Source: an optimization exercise on an open RTL-to-GDS flow (aim: small area, a short achievable clock period and few clock cycles per item). Production flows keep margins and buffers that such runs may drop.
Only simulation tests tie the RTL to the original design; equivalence was not proved.
Power figures rest on the tool's default switching activity, not on a simulated workload.

File: design/flow/config.mk
export PLATFORM = sky130hd
export DESIGN_NAME = servo_axis
export DESIGN_NICKNAME = servo_axis
export VERILOG_FILES = /design/flow/design.v
export SDC_FILE = /design/flow/constraint.sdc
export NUM_CORES = 4
export LEC_CHECK = 0
export CAP_MARGIN = 20
export CORE_MARGIN = 2
export CORE_UTILIZATION = 30
export SLEW_MARGIN = 20
File: design/flow/constraint.sdc
create_clock -name core_clock -period 25.0 [get_ports {clk}]
set_input_delay 5.0000 -clock core_clock [delete_from_list [all_inputs] [get_ports {clk}]]
set_output_delay 5.0000 -clock core_clock [all_outputs]
set_load 0.01 [all_outputs]
File: design/flow/design.v
module servo_axis (
    input  wire               clk,
    input  wire               rst,
    input  wire               cfg_we,
    input  wire [6:0]         cfg_addr,
    input  wire [31:0]        cfg_wdata,
    input  wire               start,
    input  wire               op_init,
    input  wire signed [31:0] in_rs,
    input  wire               in_rs_valid,
    input  wire signed [31:0] in_add,
    input  wire signed [31:0] in_inj_sp,
    input  wire signed [31:0] in_inj_cmd,
    input  wire signed [31:0] in_y,
    input  wire               in_y_valid,
    output wire               ready,
    output reg                done,
    output reg  signed [15:0] res_cmd,
    output reg  signed [31:0] res_r,
    output reg  signed [31:0] res_y,
    output reg  signed [31:0] res_e,
    output reg  signed [47:0] res_integ,
    output reg  [15:0]        res_flags
);
    function signed [31:0] sat32;
        input signed [79:0] v;
        begin
            if (v > 80'sh0_0000_0000_0000_7FFF_FFFF)
                sat32 = 32'sh7FFF_FFFF;
            else if (v < -80'sh0_0000_0000_0000_8000_0000)
                sat32 = -32'sh8000_0000;
            else
                sat32 = v[31:0];
        end
    endfunction
    function signed [39:0] sat40;
        input signed [79:0] v;
        begin
            if (v > 80'sh0_0000_0000_007F_FFFF_FFFF)
                sat40 = 40'sh7F_FFFF_FFFF;
            else if (v < -80'sh0_0000_0000_0080_0000_0000)
                sat40 = -40'sh80_0000_0000;
            else
                sat40 = v[39:0];
        end
    endfunction
    function signed [47:0] sat48;
        input signed [79:0] v;
        begin
            if (v > 80'sh0_0000_0000_7FFF_FFFF_FFFF)
                sat48 = 48'sh7FFF_FFFF_FFFF;
            else if (v < -80'sh0_0000_0000_8000_0000_0000)
                sat48 = -48'sh8000_0000_0000;
            else
                sat48 = v[47:0];
        end
    endfunction
    function is_sat32;
        input signed [79:0] v;
        is_sat32 = (v > 80'sh0_0000_0000_0000_7FFF_FFFF) ||
                   (v < -80'sh0_0000_0000_0000_8000_0000);
    endfunction
    function is_sat40;
        input signed [79:0] v;
        is_sat40 = (v > 80'sh0_0000_0000_007F_FFFF_FFFF) ||
                   (v < -80'sh0_0000_0000_0080_0000_0000);
    endfunction
    function is_sat48;
        input signed [79:0] v;
        is_sat48 = (v > 80'sh0_0000_0000_7FFF_FFFF_FFFF) ||
                   (v < -80'sh0_0000_0000_8000_0000_0000);
    endfunction
    localparam F_ERR  = 1,  F_SPW  = 2,  F_DF   = 3,  F_FF    = 4;
    localparam F_INT  = 5,  F_SUM  = 6,  F_BQ   = 7,  F_COMP  = 8;
    localparam F_OUT  = 9,  F_FB   = 10, F_PRED = 11, F_FE    = 12;
    localparam F_STALE = 14, F_ADD = 15;
    reg               ff_en;
    reg        [3:0]  nbq;
    reg signed [31:0] kp, ki, kd, kvf, kaf;
    reg signed [15:0] wb, wc;
    reg        [15:0] kn;
    reg        [14:0] lim;
    reg        [31:0] fe_lim;
    reg signed [31:0] bq_b0 [0:7];
    reg signed [31:0] bq_b1 [0:7];
    reg signed [31:0] bq_b2 [0:7];
    reg signed [31:0] bq_a1 [0:7];
    reg signed [31:0] bq_a2 [0:7];
    reg signed [31:0] rs_q, r1, vr1, ed1, df, y1, y2;
    reg signed [47:0] integ;
    reg               hi, lo;
    reg signed [39:0] bq_x1 [0:7];
    reg signed [39:0] bq_x2 [0:7];
    reg signed [39:0] bq_w1 [0:7];
    reg signed [39:0] bq_w2 [0:7];
    reg               lat_rs_valid, lat_y_valid;
    reg signed [31:0] lat_rs, lat_add, lat_inj_sp, lat_inj_cmd, lat_y;
    reg signed [31:0] r_q, y_q, e_q, vr_q, ar_q, ep_q, ed_q;
    reg               freeze;
    reg signed [79:0] acc;
    reg signed [39:0] x_q;
    reg        [15:0] flg;
    localparam S_IDLE = 3'd0, S_PRE = 3'd1, S_MUL = 3'd2, S_BQ = 3'd3,
               S_FIN  = 3'd4, S_INIT = 3'd5, S_INITM = 3'd6;
    reg [2:0] state;
    reg [2:0] step;      
    reg [2:0] sec;       
    assign ready = (state == S_IDLE);
    reg  signed [39:0] mul_a;
    reg  signed [32:0] mul_b;
    wire signed [72:0] prod = mul_a * mul_b;
    always @(*) begin
        mul_a = 40'sd0;
        mul_b = 33'sd0;
        case (state)
            S_INITM: begin mul_a = r_q; mul_b = wc; end
            S_MUL: begin
                case (step)
                    3'd0: begin mul_a = r_q;  mul_b = wb; end
                    3'd1: begin mul_a = r_q;  mul_b = wc; end
                    3'd2: begin mul_a = (ed_q - ed1) - df; mul_b = {17'd0, kn}; end
                    3'd3: begin mul_a = e_q;  mul_b = ki; end
                    3'd4: begin mul_a = ep_q; mul_b = kp; end
                    3'd5: begin mul_a = df;   mul_b = kd; end
                    3'd6: begin mul_a = vr_q; mul_b = kvf; end
                    default: begin mul_a = ar_q; mul_b = kaf; end
                endcase
            end
            S_BQ: begin
                case (step)
                    3'd0: begin mul_a = x_q;        mul_b = bq_b0[sec]; end
                    3'd1: begin mul_a = bq_x1[sec]; mul_b = bq_b1[sec]; end
                    3'd2: begin mul_a = bq_x2[sec]; mul_b = bq_b2[sec]; end
                    3'd3: begin mul_a = bq_w1[sec]; mul_b = bq_a1[sec]; end
                    default: begin mul_a = bq_w2[sec]; mul_b = bq_a2[sec]; end
                endcase
            end
            default: ;
        endcase
    end
    wire signed [79:0] prod_x   = prod;
    wire signed [79:0] prod_r14 = (prod_x + 80'sd8192)  >>> 14;
    wire signed [79:0] prod_r16 = (prod_x + 80'sd32768) >>> 16;
    wire signed [79:0] pre_ypred = 2 * y1 - y2;
    wire signed [31:0] pre_y     = lat_y_valid ? lat_y : sat32(pre_ypred);
    wire signed [31:0] pre_rs    = lat_rs_valid ? lat_rs : rs_q;
    wire signed [79:0] pre_rsum  = pre_rs + lat_add + lat_inj_sp;
    wire signed [31:0] pre_r     = sat32(pre_rsum);
    wire signed [79:0] pre_esum  = pre_r - pre_y;
    wire signed [31:0] pre_e     = sat32(pre_esum);
    wire signed [79:0] pre_vsum  = pre_r - r1;
    wire signed [31:0] pre_vr    = sat32(pre_vsum);
    wire signed [79:0] pre_asum  = pre_vr - vr1;
    wire signed [31:0] pre_ar    = sat32(pre_asum);
    wire        [31:0] fe_eff    = (fe_lim < 32'h0000_0400) ? 32'h0000_0400 :
                                   (fe_lim > 32'h0200_0000) ? 32'h0200_0000 : fe_lim;
    wire        [32:0] pre_abse  = pre_e[31] ? -{1'b1, pre_e} : {1'b0, pre_e};
    wire               pre_fe    = pre_abse > {1'b0, fe_eff};
    wire signed [31:0] ini_rs    = lat_rs_valid ? lat_rs : lat_y;
    wire signed [79:0] ini_rsum  = ini_rs + lat_add;
    wire signed [79:0] m_ep_sum  = prod_r14 - y_q;
    wire signed [79:0] m_df_sum  = df + prod_r16;
    wire signed [79:0] m_int_sum = integ + prod_x;
    wire signed [79:0] integ_r16 = (integ + 48'sd32768) >>> 16;
    wire signed [79:0] bq_sum    = (step == 3'd3 || step == 3'd4) ? acc - prod_x : acc + prod_x;
    wire signed [79:0] bq_r30    = (bq_sum + 80'sd536870912) >>> 30;
    wire signed [79:0] fin_usum  = x_q + lat_inj_cmd;
    wire signed [39:0] fin_u     = sat40(fin_usum);
    wire signed [79:0] fin_u_x   = fin_u;
    wire signed [79:0] fin_o     = (fin_u_x + 80'sd256) >>> 9;
    wire signed [79:0] lim_x     = {65'd0, lim};
    wire               fin_hi    = fin_o > lim_x;
    wire               fin_lo    = fin_o < -lim_x;
    wire signed [15:0] fin_cmd   = fin_hi ? {1'b0, lim} :
                                   fin_lo ? -{1'b0, lim} : fin_o[15:0];
    integer k;
    always @(posedge clk) begin
        if (rst) begin
            ff_en   <= 1'b0;
            nbq     <= 4'd0;
            kp      <= 32'sd0;
            ki      <= 32'sd0;
            kd      <= 32'sd0;
            kvf     <= 32'sd0;
            kaf     <= 32'sd0;
            wb      <= 16'sh4000;
            wc      <= 16'sd0;
            kn      <= 16'd0;
            lim     <= 15'h7FFF;
            fe_lim  <= 32'h0020_0000;
            for (k = 0; k < 8; k = k + 1) begin
                bq_b0[k] <= 32'sh4000_0000;
                bq_b1[k] <= 32'sd0;
                bq_b2[k] <= 32'sd0;
                bq_a1[k] <= 32'sd0;
                bq_a2[k] <= 32'sd0;
                bq_x1[k] <= 40'sd0;
                bq_x2[k] <= 40'sd0;
                bq_w1[k] <= 40'sd0;
                bq_w2[k] <= 40'sd0;
            end
            rs_q    <= 32'sd0;
            r1      <= 32'sd0;
            vr1     <= 32'sd0;
            ed1     <= 32'sd0;
            df      <= 32'sd0;
            y1      <= 32'sd0;
            y2      <= 32'sd0;
            integ   <= 48'sd0;
            hi      <= 1'b0;
            lo      <= 1'b0;
            lat_rs_valid <= 1'b0;
            lat_y_valid  <= 1'b0;
            lat_rs       <= 32'sd0;
            lat_add      <= 32'sd0;
            lat_inj_sp   <= 32'sd0;
            lat_inj_cmd  <= 32'sd0;
            lat_y        <= 32'sd0;
            r_q     <= 32'sd0;
            y_q     <= 32'sd0;
            e_q     <= 32'sd0;
            vr_q    <= 32'sd0;
            ar_q    <= 32'sd0;
            ep_q    <= 32'sd0;
            ed_q    <= 32'sd0;
            freeze  <= 1'b0;
            acc     <= 80'sd0;
            x_q     <= 40'sd0;
            flg     <= 16'd0;
            state   <= S_IDLE;
            step    <= 3'd0;
            sec     <= 3'd0;
            done    <= 1'b0;
            res_cmd   <= 16'sd0;
            res_r     <= 32'sd0;
            res_y     <= 32'sd0;
            res_e     <= 32'sd0;
            res_integ <= 48'sd0;
            res_flags <= 16'd0;
        end else begin
            done <= 1'b0;
            if (cfg_we && state == S_IDLE) begin
                case (cfg_addr)
                    7'h10: begin ff_en <= cfg_wdata[12];
                                 nbq   <= (cfg_wdata[11:8] > 4'd8) ? 4'd8 : cfg_wdata[11:8]; end
                    7'h19: kp  <= cfg_wdata;
                    7'h1A: ki  <= cfg_wdata;
                    7'h1B: kd  <= cfg_wdata;
                    7'h1C: begin wb <= cfg_wdata[15:0]; wc <= cfg_wdata[31:16]; end
                    7'h1D: kn  <= cfg_wdata[15:0];
                    7'h1E: kvf <= cfg_wdata;
                    7'h1F: kaf <= cfg_wdata;
                    7'h21: lim <= cfg_wdata[14:0];
                    7'h22: fe_lim <= cfg_wdata;
                    default: begin
                        if (cfg_addr[6]) begin
                            case (cfg_addr[2:0])
                                3'd0: bq_b0[cfg_addr[5:3]] <= cfg_wdata;
                                3'd1: bq_b1[cfg_addr[5:3]] <= cfg_wdata;
                                3'd2: bq_b2[cfg_addr[5:3]] <= cfg_wdata;
                                3'd3: bq_a1[cfg_addr[5:3]] <= cfg_wdata;
                                3'd4: bq_a2[cfg_addr[5:3]] <= cfg_wdata;
                                default: ;
                            endcase
                        end
                    end
                endcase
            end
            case (state)
                S_IDLE: begin
                    if (start) begin
                        lat_rs       <= in_rs;
                        lat_rs_valid <= in_rs_valid;
                        lat_add      <= in_add;
                        lat_inj_sp   <= in_inj_sp;
                        lat_inj_cmd  <= in_inj_cmd;
                        lat_y        <= in_y;
                        lat_y_valid  <= in_y_valid;
                        state        <= op_init ? S_INIT : S_PRE;
                    end
                end
                S_INIT: begin
                    rs_q  <= ini_rs;
                    r_q   <= sat32(ini_rsum);
                    y_q   <= lat_y;
                    r1    <= lat_y;
                    vr1   <= 32'sd0;
                    y1    <= lat_y;
                    y2    <= lat_y;
                    df    <= 32'sd0;
                    integ <= 48'sd0;
                    hi    <= 1'b0;
                    lo    <= 1'b0;
                    for (k = 0; k < 8; k = k + 1) begin
                        bq_x1[k] <= 40'sd0;
                        bq_x2[k] <= 40'sd0;
                        bq_w1[k] <= 40'sd0;
                        bq_w2[k] <= 40'sd0;
                    end
                    state <= S_INITM;
                end
                S_INITM: begin
                    ed1   <= sat32(m_ep_sum);
                    done  <= 1'b1;
                    state <= S_IDLE;
                end
                S_PRE: begin
                    rs_q   <= pre_rs;
                    r_q    <= pre_r;
                    y_q    <= pre_y;
                    e_q    <= pre_e;
                    vr_q   <= pre_vr;
                    ar_q   <= pre_ar;
                    freeze <= (hi && !pre_e[31] && pre_e != 32'sd0) || (lo && pre_e[31]);
                    flg    <= 16'd0;
                    flg[F_FB]    <= !lat_y_valid && is_sat32(pre_ypred);
                    flg[F_PRED]  <= !lat_y_valid;
                    flg[F_STALE] <= !lat_rs_valid;
                    flg[F_ADD]   <= is_sat32(pre_rsum);
                    flg[F_ERR]   <= is_sat32(pre_esum);
                    flg[F_FF]    <= is_sat32(pre_vsum) || is_sat32(pre_asum);
                    flg[F_FE]    <= pre_fe;
                    step  <= 3'd0;
                    state <= S_MUL;
                end
                S_MUL: begin
                    step <= step + 3'd1;
                    case (step)
                        3'd0: begin
                            ep_q <= sat32(m_ep_sum);
                            if (is_sat32(m_ep_sum)) flg[F_SPW] <= 1'b1;
                        end
                        3'd1: begin
                            ed_q <= sat32(m_ep_sum);
                            if (is_sat32(m_ep_sum)) flg[F_SPW] <= 1'b1;
                        end
                        3'd2: begin
                            df <= sat32(m_df_sum);
                            if (is_sat32(m_df_sum)) flg[F_DF] <= 1'b1;
                        end
                        3'd3: begin
                            if (!freeze) begin
                                integ <= sat48(m_int_sum);
                                if (is_sat48(m_int_sum)) flg[F_INT] <= 1'b1;
                            end
                        end
                        3'd4: acc <= prod_r16 + integ_r16;
                        default: acc <= acc + prod_r16;
                    endcase
                    if ((step == 3'd5 && !ff_en) || step == 3'd7) begin
                        x_q <= sat40(acc + prod_r16);
                        if (is_sat40(acc + prod_r16)) flg[F_SUM] <= 1'b1;
                        step <= 3'd0;
                        sec  <= 3'd0;
                        state <= (nbq == 4'd0) ? S_FIN : S_BQ;
                    end
                end
                S_BQ: begin
                    step <= step + 3'd1;
                    if (step == 3'd0)
                        acc <= prod_x;
                    else
                        acc <= bq_sum;
                    if (step == 3'd4) begin
                        bq_x2[sec] <= bq_x1[sec];
                        bq_x1[sec] <= x_q;
                        bq_w2[sec] <= bq_w1[sec];
                        bq_w1[sec] <= sat40(bq_r30);
                        x_q        <= sat40(bq_r30);
                        if (is_sat40(bq_r30)) flg[F_BQ] <= 1'b1;
                        step <= 3'd0;
                        sec  <= sec + 3'd1;
                        if ({1'b0, sec} + 4'd1 == nbq)
                            state <= S_FIN;
                    end
                end
                S_FIN: begin
                    hi  <= fin_hi;
                    lo  <= fin_lo;
                    r1  <= r_q;
                    vr1 <= vr_q;
                    ed1 <= ed_q;
                    y2  <= y1;
                    y1  <= y_q;
                    res_cmd   <= fin_cmd;
                    res_r     <= r_q;
                    res_y     <= y_q;
                    res_e     <= e_q;
                    res_integ <= integ;
                    res_flags <= flg | ({15'd0, is_sat40(fin_usum)} << F_COMP)
                                     | ({15'd0, fin_hi || fin_lo} << F_OUT);
                    done  <= 1'b1;
                    state <= S_IDLE;
                end
                default: state <= S_IDLE;
            endcase
        end
    end
endmodule
File: design/flow/run.sh
#!/bin/bash
# synth_recipe.tcl (not shown) runs the flow's synth.tcl, then flattens the netlist and writes it again
# the make line also repeats each setting of config.mk as NAME=value (left out here)
make -C /OpenROAD-flow-scripts/flow DESIGN_CONFIG=/design/flow/config.mk WORK_HOME=/design/flow/orfs CLKGATE_MAP_FILE= SYNTH_SCRIPT=/design/flow/synth_recipe.tcl finish
==> flow_summary.html <==
<table>
<tr><th>Metric</th><th>Value</th></tr>
<tr><th colspan="2">Status</th></tr>
<tr><td>Result of the run</td><td>timing/DRC/antenna clean</td></tr>
<tr><th colspan="2">Worst setup path</th></tr>
<tr><td>CP endpoint kind</td><td>flip-flop</td></tr>
<tr><td>CP required</td><td>25.87 ns</td></tr>
<tr><td>Reg2Reg Launch Point</td><td>df[0]</td></tr>
<tr><td>Maximum fanout along the worst path</td><td>17</td></tr>
<tr><td>Slowest cell on the critical path</td><td>sky130_fd_sc_hd__o311ai_2</td></tr>
<tr><td>End of the worst register-to-register path</td><td>x_q[12]</td></tr>
<tr><td>Worst reg2reg path depth</td><td>73</td></tr>
<tr><td>Crit path largest cell delay</td><td>0.79 ns</td></tr>
<tr><td>Critical path class</td><td>flip-flop to flip-flop</td></tr>
<tr><td>Critical Path Source Type</td><td>flip-flop</td></tr>
<tr><td>Worst Path Arrival</td><td>24.10 ns</td></tr>
<tr><td>Worst setup slack for register-to-register paths</td><td>1.77 ns</td></tr>
<tr><th colspan="2">Synthesis</th></tr>
<tr><td>Sequential element share of the synthesized area</td><td>39.0%</td></tr>
<tr><td>Most common library cells after synthesis</td><td>sky130_fd_sc_hd__nand2_1 (3,248), sky130_fd_sc_hd__edfxtp_1 (2,560), sky130_fd_sc_hd__nor2_1 (2,489)</td></tr>
<tr><td>Post-synth EDFFs</td><td>about 2,600</td></tr>
<tr><td>Area share of the largest cell type after synthesis</td><td>29.5%</td></tr>
<tr><td>Largest cells by area after synthesis</td><td>sky130_fd_sc_hd__edfxtp_1 (29%), sky130_fd_sc_hd__fa_1 (11%), sky130_fd_sc_hd__dfxtp_1 (9.5%)</td></tr>
<tr><td>Post-Syn Area per Cell</td><td>9.81 sq um</td></tr>
<tr><td>Cell area after technology mapping</td><td>261,000 sq um</td></tr>
<tr><td>Warnings, synthesis</td><td>1</td></tr>
<tr><td>Gate Count Post-Synth</td><td>about 27,000</td></tr>
<tr><td>Main flop type after synthesis</td><td>sky130_fd_sc_hd__edfxtp_1</td></tr>
<tr><td>Count of unique library cells instantiated by Yosys</td><td>112</td></tr>
<tr><td>Dominant cell by count in the synthesized netlist</td><td>sky130_fd_sc_hd__nand2_1</td></tr>
<tr><td>Fraction of synthesis flops using an asynchronous set or reset pin</td><td>0%</td></tr>
<tr><td>Cell type with the largest total area after synthesis</td><td>sky130_fd_sc_hd__edfxtp_1</td></tr>
<tr><td>Number of register bits inferred by synthesis</td><td>3,800</td></tr>
<tr><th colspan="2">Clock tree</th></tr>
<tr><td>Inserted Clock Buffers</td><td>379</td></tr>
<tr><td>Number of sinks on the clock net</td><td>~3,800</td></tr>
<tr><td>Htree depth</td><td>5</td></tr>
<tr><td>Number of buffers inserted by post-CTS setup repair</td><td>0</td></tr>
<tr><td>Worst skew pair latency</td><td>between 1 and 1.5 ns</td></tr>
<tr><td>Clock-pin slew of the registers on the worst-case setup and hold paths</td><td>0.06 ns</td></tr>
<tr><td>TritonCTS clock tree</td><td>done</td></tr>
<tr><td>Clock root cell</td><td>sky130_fd_sc_hd__clkbuf_16</td></tr>
<tr><td>CTS Hold Buffers Added</td><td>0</td></tr>
<tr><td>Gates resized, CTS repair</td><td>0</td></tr>
<tr><td>Clock buffer depth</td><td>4</td></tr>
<tr><th colspan="2">Global routing</th></tr>
<tr><td>Global-route wire length before repair</td><td>~1500 mm</td></tr>
<tr><td>Number of antenna violations at the first check in global routing</td><td>75</td></tr>
<tr><td>Maximum number of pins on one net before global-route repair</td><td>122</td></tr>
<tr><td>Total Routing Usage GR</td><td>24.1%</td></tr>
<tr><td>Number of global-route vias before repair</td><td>209,000</td></tr>
<tr><td>Aggregate global routing overflow</td><td>0</td></tr>
<tr><th colspan="2">Drt</th></tr>
<tr><td>Drt first-iter violations</td><td>around 26,000</td></tr>
<tr><td>Via Count</td><td>212,000</td></tr>
<tr><td>Number of detailed-routing iterations run before antenna repair</td><td>9</td></tr>
<tr><td>Post-route antenna net violation count</td><td>0</td></tr>
<tr><td>Post-detailed-route wirelength per cell</td><td>28.6 microns</td></tr>
<tr><td>Vias per Instance</td><td>approximately 5.6</td></tr>
<tr><td>Sum of routed wire length over all layers</td><td>between 1000 and 1500 mm</td></tr>
<tr><td>Residual DRC count</td><td>0</td></tr>
<tr><th colspan="2">Timing</th></tr>
<tr><td>Final hold viol count</td><td>0</td></tr>
<tr><td>Highest clock rate</td><td>about 43 MHz</td></tr>
<tr><td>Aggregate negative setup slack</td><td>0 ns</td></tr>
<tr><td>Slew of the pin with the lowest slew margin</td><td>1.38 ns</td></tr>
<tr><td>Worst slew margin relative to its limit</td><td>7.83%</td></tr>
<tr><td>Count of final max-slew check failures</td><td>0</td></tr>
<tr><td>Final clock period utilization by the worst path</td><td>between 90 and 100%</td></tr>
<tr><td>Clock period minus worst slack</td><td>23.23 ns</td></tr>
<tr><td>Final setup violating endpoints</td><td>0</td></tr>
<tr><td>RSZ-0062 raised after global routing</td><td>false</td></tr>
<tr><td>Fin Clk Skew</td><td>0.0871 ns</td></tr>
<tr><th colspan="2">Layout</th></tr>
<tr><td>Area Growth Syn to Fin</td><td>12.2%</td></tr>
<tr><td>Final layout net count</td><td>29,000</td></tr>
<tr><td>Final cell count without fillers</td><td>38,200</td></tr>
<tr><td>Fraction of final layout cells sized beyond drive strength 1</td><td>under 10%</td></tr>
<tr><th colspan="2">Min path</th></tr>
<tr><td>Worst min-delay path category</td><td>flip-flop to flip-flop</td></tr>
<tr><td>Cells on Worst Hold Path</td><td>2</td></tr>
<tr><td>Hold EP</td><td>rs_q[20]</td></tr>
<tr><td>Beginning of the worst hold path</td><td>rs_q[20]</td></tr>
<tr><th colspan="2">Die</th></tr>
<tr><td>Effective utilization at floorplan</td><td>a little under a third</td></tr>
<tr><td>Horizontal extent of the die</td><td>936 microns</td></tr>
<tr><td>Area of the core</td><td>867,000 sq um</td></tr>
<tr><td>Num ports</td><td>384</td></tr>
<tr><td>Die extent in y</td><td>936 microns</td></tr>
<tr><td>Cell Rows</td><td>342</td></tr>
<tr><td>Die area</td><td>876,000 sq um</td></tr>
<tr><th colspan="2">Power and ir drop</th></tr>
<tr><td>Total power divided by cell area</td><td>146 nW/um^2</td></tr>
<tr><td>Worst VDD drop</td><td>0.000414 V</td></tr>
<tr><td>Power Total</td><td>approximately 43 mW</td></tr>
<tr><td>Lkg Pwr</td><td>between 100 and 150 nW</td></tr>
<tr><th colspan="2">Place</th></tr>
<tr><td>Count of buffers from port buffering</td><td>381</td></tr>
<tr><td>Global placer's final weighted congestion</td><td>1.04</td></tr>
<tr><td>DPL Wire Length</td><td>792 mm</td></tr>
<tr><td>Number of instances in the placed design</td><td>37,400</td></tr>
<tr><th colspan="2">Flow run</th></tr>
<tr><td>Max-Cap Viols</td><td>0</td></tr>
</table>
## layer usage
| metal | vias up | part of all wire [%] | global-route usage, % |
|---|---|---|---|
| met5 | - | 0.019 | 0 |
| met4 | 34 | 8.3 | 16.2 |
| met3 | 2447 | 9.5 | 5.07 |
| met2 | 11100 | 44 | 37.8 |
| met1 | 107000 | 38 | 30.0 |
| li1 | 91600 | - | - |
## worst max-delay path, delay by kind of cell (launching register included)
family	cells	cell delay (ns)
flip-flops	1	0.40
AO/OA/AOI/OAI	23	7.27
XOR/XNOR	3	0.97
AND/OR/NAND/NOR	22	7.05
adder cells (fa/ha/maj)	13	6.06
buffers and inverters	12	1.25
## report_power, final
part / internal [mW] / switching, mW / total [mW]
combinational: 8.84 / 20.2 / 29.1
clock: 3.20 / 2.66 / 5.86
sequential: 7.22 / 0.417 / 7.63
total: 19.3 / 23.3 / 42.6
## kinds of logic after synthesis
logic type / count (synthesis) / share of synthesized area [%]
AO/OA/AOI/OAI: 5299 / 12.8
AND/OR/NAND/NOR: 9322 / 16.8
buffers and inverters: 3789 / 5.48
other: 2 / 0.00288
adder cells (fa/ha/maj): 2470 / 15.9
multiplexers: 959 / 6.84
XOR/XNOR: 919 / 3.09
flip-flops: 3800 / 39.0
## registers in the layout, indices dropped and copies added, names as in the netlist, 256 cells and up, named ones only
signal  cells
bq_w1     320
bq_w2     320
bq_x1     320
bq_x2     320
bq_a1     256
bq_a2     256
bq_b0     256
bq_b1     256
bq_b2     256
## worst max path at each step
stage,end,depth (start not counted),slack (ns),startpoint
4_1_cts,x_q[12],73,2.30,df[0]
3_3_place_gp,x_q[12],73,2.54,df[0]
2_1_floorplan,x_q[31],72,6.42,df[0]
5_1_grt,x_q[12],73,0.88,df[0]
6_report,x_q[12],73,1.77,df[0]
3_5_place_dp,x_q[12],73,2.44,df[0]
## cell usage in the layout, fill, tap and decap left out, types with 94 or more instances in the layout
cell type and n:
sky130_fd_sc_hd__o21a_1 134, sky130_fd_sc_hd__a21o_1 465, sky130_fd_sc_hd__buf_4 698, sky130_fd_sc_hd__a31oi_1 228, sky130_fd_sc_hd__mux2_2 146, sky130_fd_sc_hd__nand3_1 266
sky130_fd_sc_hd__edfxtp_1 2560, sky130_fd_sc_hd__dfxtp_1 1233, sky130_fd_sc_hd__nor3_1 307, sky130_fd_sc_hd__and2_1 1713, sky130_fd_sc_hd__xor2_1 300, sky130_fd_sc_hd__a21oi_1 1886
sky130_fd_sc_hd__o21bai_1 135, sky130_fd_sc_hd__nand4_1 167, sky130_fd_sc_hd__or3_1 94, sky130_fd_sc_hd__o211ai_1 157, sky130_fd_sc_hd__a22oi_1 138, sky130_fd_sc_hd__nor2_1 2424
sky130_fd_sc_hd__nor2b_1 192, sky130_fd_sc_hd__clkbuf_16 383, sky130_fd_sc_hd__ha_1 1024, sky130_fd_sc_hd__a211oi_1 260, sky130_fd_sc_hd__and3_1 178, sky130_fd_sc_hd__clkdlybuf4s50_1 348
sky130_fd_sc_hd__mux2i_1 159, sky130_fd_sc_hd__xnor2_1 575, sky130_fd_sc_hd__inv_1 2027, sky130_fd_sc_hd__mux4_2 640, sky130_fd_sc_hd__nand2b_1 239, sky130_fd_sc_hd__o21ai_0 915
sky130_fd_sc_hd__nand2_1 3225, sky130_fd_sc_hd__fa_1 1425
## stage by stage
step                      utilization [%]  hold slack [ns]  worst slack (ns)  area (sq um)
final                                33.8            0.452              1.77        293000
after CTS                            33.7            0.451              2.30        292000
after detailed placement             32.3            0.443              2.44        280000
after global placement               32.3            0.437              2.54        280000
after global routing                 33.7            0.464             0.875        292000
after floorplan                         -            0.425              6.42        261000
## final cells by class
cell class / count / area [sq um]
diodes: 44 / 110
repair buffers: 1105 / 9350
clock buffers: 498 / 10300
well taps: 11500 / 14400
inverters: 2040 / 7670
clock inverters: 201 / 2020
flip-flops and latches: 3800 / 102000
multi-input cells: 19000 / 147000
fillers: 87300 / 574000
Testbench counts, summed over its fixed seeds: cycles 381,416, samples 14,400.

## separate check: timing with driven ports
The results above use ideal ports. As a check the final layout listed here was re-extracted and re-timed, cells and wires unchanged.
Step 1 (the two cells are an assumption about what drives the block):
set clk [get_ports {clk}]
set_driving_cell -lib_cell sky130_fd_sc_hd__clkbuf_16 $clk
set_driving_cell -lib_cell sky130_fd_sc_hd__buf_2 [delete_from_list [all_inputs] $clk]
Step 2, shift: input delay + t, output delay - t, t = (earliest + latest rising clock arrival at the registers) / 2. This alone moves slack from input paths to output paths.
a / b / c = ideal / step 1 / step 2; a / b = the first two.
t, ns: 1.191
setup WS [ns]: 1.768 / 1.768 / 1.768
slew at the worst register clock pin (ns): 0.09 / 0.09
After both steps this run still meets setup and hold. The setup slack of this run moves by 0.000 ns with the drivers and by 0.000 ns with both steps.
